From an optimization exercise on the open Yosys and OpenROAD flow, aimed at small area and a short achievable clock period; shortcuts taken in it are not production practice.
Only simulation tests tie the RTL to the original design; equivalence was not proved.
Power figures rest on the tool's default switching activity, not on a simulated workload.

Design acc_convert, start of the top module:
module acc_convert (
    input             clk,
    input             rst,
    input             in_valid,
    input      [1:0]  op,
    input             sat,
    input      [5:0]  sh,
    input      [71:0] acc_in,
    input      [31:0] d_in,
    output reg        out_valid,
    output     [31:0] d_out,
    output     [71:0] acc_out,
    output            flag_v,
    output            flag_av
);
    integer i, l;
    genvar  g;
    wire neg = acc_in[71];
    wire [5:0]   sh_m33 = sh - 6'd33;
    wire [71:0]  sent   = sh[5] & (sh != 6'd32) ? (72'd1 << sh_m33) : 72'd0;
    wire [127:0] lz_in  = {56'd0, (acc_in ^ {72{neg}}) | sent};
    wire [63:0] v1;  wire [63:0]  p1;
    wire [31:0] v2;  wire [63:0]  p2;
    wire [15:0] v3;  wire [47:0]  p3;
    wire [7:0]  v4;  wire [31:0]  p4;
    wire [3:0]  v5;  wire [19:0]  p5;
    wire [1:0]  v6;  wire [11:0]  p6;
    wire [6:0]  p;
    generate
        for (g = 0; g < 64; g = g + 1) begin : l1
            assign v1[g] = lz_in[2*g+1] | lz_in[2*g];
            assign p1[g] = lz_in[2*g+1];
        end
        for (g = 0; g < 32; g = g + 1) begin : l2
            assign v2[g] = v1[2*g+1] | v1[2*g];
            assign p2[2*g+1:2*g] = v1[2*g+1] ? {1'b1, p1[2*g+1]} : {1'b0, p1[2*g]};
        end
        for (g = 0; g < 16; g = g + 1) begin : l3
            assign v3[g] = v2[2*g+1] | v2[2*g];
            assign p3[3*g+2:3*g] = v2[2*g+1] ? {1'b1, p2[4*g+3:4*g+2]} : {1'b0, p2[4*g+1:4*g]};
        end
        for (g = 0; g < 8; g = g + 1) begin : l4
            assign v4[g] = v3[2*g+1] | v3[2*g];
            assign p4[4*g+3:4*g] = v3[2*g+1] ? {1'b1, p3[6*g+5:6*g+3]} : {1'b0, p3[6*g+2:6*g]};
        end
        for (g = 0; g < 4; g = g + 1) begin : l5
            assign v5[g] = v4[2*g+1] | v4[2*g];
            assign p5[5*g+4:5*g] = v4[2*g+1] ? {1'b1, p4[8*g+7:8*g+4]} : {1'b0, p4[8*g+3:8*g]};
        end
        for (g = 0; g < 2; g = g + 1) begin : l6
            assign v6[g] = v5[2*g+1] | v5[2*g];
            assign p6[6*g+5:6*g] = v5[2*g+1] ? {1'b1, p5[10*g+9:10*g+5]} : {1'b0, p5[10*g+4:10*g]};
        end
    endgenerate
    assign p = v6[1] ? {1'b1, p6[11:6]} : {1'b0, p6[5:0]};
  ...
export LEC_CHECK = 0
export ABC_AREA = 1
export CAP_MARGIN = 20
export CORE_MARGIN = 2
export CORE_UTILIZATION = 35
export SLEW_MARGIN = 20
create_clock -name core_clock -period 25.0 [get_ports {clk}]
standard.sh (not shown) runs the stock make flow with config.mk's settings and CLKGATE_MAP_FILE= SYNTH_SCRIPT=/design/flow/synth_recipe.tcl, a recipe that flattens the netlist after the stock synthesis.
==> flow/flow/run.sh <==
#!/bin/bash
# Standard synthesis, then the standard layout steps with two changes:
# the port buffers are a plain buffer cell (flow/bufcell.txt) instead of
# the delay cell buffer_ports picks by default, and timing repair works
# to a setup slack margin (flow/margin.txt) so that it shortens the
# achieved period.  Each step's full output goes to a log file here.
set -euo pipefail
MARGIN=$(cat flow/margin.txt)
BUFCELL=$(cat flow/bufcell.txt)
bash standard.sh synth > synth.log 2>&1
bash standard.sh SETUP_SLACK_MARGIN=$MARGIN "BUFFER_PORTS_ARGS=-buffer_cell $BUFCELL" finish > layout.log 2>&1
==> flow/flow/bufcell.txt <==
sky130_fd_sc_hd__buf_1
==> flow/flow/margin.txt <==
16
The starting point finished but fails on max-capacitance violations, max-slew violations.
Next try:
==> flow/flow/run.sh (replaced) <==
#!/bin/bash
# Standard synthesis, then the standard layout steps with these changes:
# the port buffers are a plain buffer cell (flow/bufcell.txt) instead of
# the delay cell buffer_ports picks by default; timing repair works to a
# setup slack margin (flow/margin.txt) so that it shortens the achieved
# period; and after global route's timing repair, max slew and capacitance
# are repaired once more (flow/grt_post.tcl).  Each step's full output goes
# to a log file here.
set -euo pipefail
MARGIN=$(cat flow/margin.txt)
BUFCELL=$(cat flow/bufcell.txt)
bash standard.sh synth > synth.log 2>&1
bash standard.sh SETUP_SLACK_MARGIN=$MARGIN "BUFFER_PORTS_ARGS=-buffer_cell $BUFCELL" \
  POST_GLOBAL_ROUTE_TCL=$(pwd)/flow/grt_post.tcl finish > layout.log 2>&1
==> flow/flow/grt_post.tcl (new file) <==
# Runs at the end of ORFS's global route step (POST_GLOBAL_ROUTE_TCL).
# Timing repair can leave a driver over its max slew or capacitance (a
# cloned gate's loads, say); repair those once more on the global-route
# parasitics, then legalize and reroute the changed nets, as the global
# route step itself does after its own repairs.
estimate_parasitics -global_routing
repair_design_helper
global_route -start_incremental
detailed_placement
global_route -end_incremental
estimate_parasitics -global_routing
write_guides $::env(RESULTS_DIR)/route.guide
Now the flow produced a clean layout; synthesized cell count does not change; first-iteration DRC count shrinks by 0.55%; power barely changes; routed wire length is higher by 0.33%.
Next try:
==> flow/flow/run.sh (replaced) <==
#!/bin/bash
# Standard synthesis, then the standard layout steps with two changes:
# the port buffers are a plain buffer cell (flow/bufcell.txt) instead of
# the delay cell buffer_ports picks by default, and timing repair works
# to a setup slack margin (flow/margin.txt) so that it shortens the
# achieved period.  Each step's full output goes to a log file here.
set -euo pipefail
MARGIN=$(cat flow/margin.txt)
BUFCELL=$(cat flow/bufcell.txt)
bash standard.sh synth > synth.log 2>&1
bash standard.sh SETUP_SLACK_MARGIN=$MARGIN "BUFFER_PORTS_ARGS=-buffer_cell $BUFCELL" finish > layout.log 2>&1
==> flow/flow/bufcell.txt (replaced) <==
sky130_fd_sc_hd__buf_2
removed: flow/flow/grt_post.tcl
With this change the flow produced a layout that fails on max-capacitance violations, max-slew violations; global-route usage increases by 0.11 points; final area increases by 1.7%; setup slack improved by 0.12 ns; hold slack stays flat; routed wire length goes up by 0.66%; sequential cell count does not change; clock-buffer cell count increases by 1; via count decreases by 0.82%; fmax rose by 1.4%.
Next try:
==> flow/flow/run.sh (replaced) <==
#!/bin/bash
# Standard synthesis, then the standard layout steps with these changes:
# the port buffers are a plain buffer cell (flow/bufcell.txt) instead of
# the delay cell buffer_ports picks by default; timing repair works to a
# setup slack margin (flow/margin.txt) so that it shortens the achieved
# period; and after global route's timing repair, max slew and capacitance
# are repaired once more (flow/grt_post.tcl).  Each step's full output goes
# to a log file here.
set -euo pipefail
MARGIN=$(cat flow/margin.txt)
BUFCELL=$(cat flow/bufcell.txt)
bash standard.sh synth > synth.log 2>&1
bash standard.sh SETUP_SLACK_MARGIN=$MARGIN "BUFFER_PORTS_ARGS=-buffer_cell $BUFCELL" \
  POST_GLOBAL_ROUTE_TCL=$(pwd)/flow/grt_post.tcl finish > layout.log 2>&1
==> flow/flow/bufcell.txt (replaced) <==
sky130_fd_sc_hd__buf_1
==> flow/flow/grt_post.tcl (new file) <==
# Runs at the end of ORFS's global route step (POST_GLOBAL_ROUTE_TCL).
# Timing repair can leave a driver over its max slew or capacitance (a
# cloned gate's loads, say); repair those once more on the global-route
# parasitics, then legalize and reroute the changed nets, as the global
# route step itself does after its own repairs.
estimate_parasitics -global_routing
repair_design_helper
global_route -start_incremental
detailed_placement
global_route -end_incremental
estimate_parasitics -global_routing
write_guides $::env(RESULTS_DIR)/route.guide
CORE_UTILIZATION = 55   (was 35)
This time the run produced a clean layout.
Combinational power is about the same.
Setup slack degrades by 0.23 ns.
Wire length goes up by 2.3%.
Synthesized area stays the same.
Cell count goes down by 5.5%.
Total power went up by 0.66%.
Global-route usage rises by 15 points.

==> port drivers added, routing unchanged <==
The flow's constraints put no driver on any port. The routed layouts listed below were extracted and timed again, unchanged, in two steps.
Step 1: set_driving_cell puts a clkbuf_16 on clk and a buf_2 on each other input, an assumption about the parent block.
Step 2 moves the port delays by t, midway between the first and last clock arrival at a register: inputs arrive t later, outputs are due t later. That takes back most of the time a late clock gives input paths.
Three values: no drivers, after step 1, after step 2; two values: the first two.
| run | t, ns | setup slack, ns | hold WS [ns] | latest minus earliest clock arrival (ns) | worst register clock-pin slew, ns |
|---|---|---|---|---|---|
| the first run | 0.324 | 16.133 / 16.144 / 15.820 | 4.855 / 4.842 / 5.166 | 0.007 / 0.006 | 0.07 / 0.07 |
| the second run | 0.323 | 16.133 / 16.144 / 15.821 | 4.855 / 4.843 / 5.166 | 0.006 / 0.006 | 0.07 / 0.07 |
| the third run | 0.328 | 16.256 / 16.216 / 15.943 | 4.857 / 4.838 / 5.166 | 0.005 / 0.005 | 0.06 / 0.06 |
| the fourth run | 0.333 | 16.028 / 16.037 / 15.704 | 4.858 / 4.840 / 5.173 | 0.006 / 0.006 | 0.06 / 0.06 |
For the fourth run, which loses most, drivers alone change the setup slack by +0.009 ns; drivers and shift together by -0.324 ns.
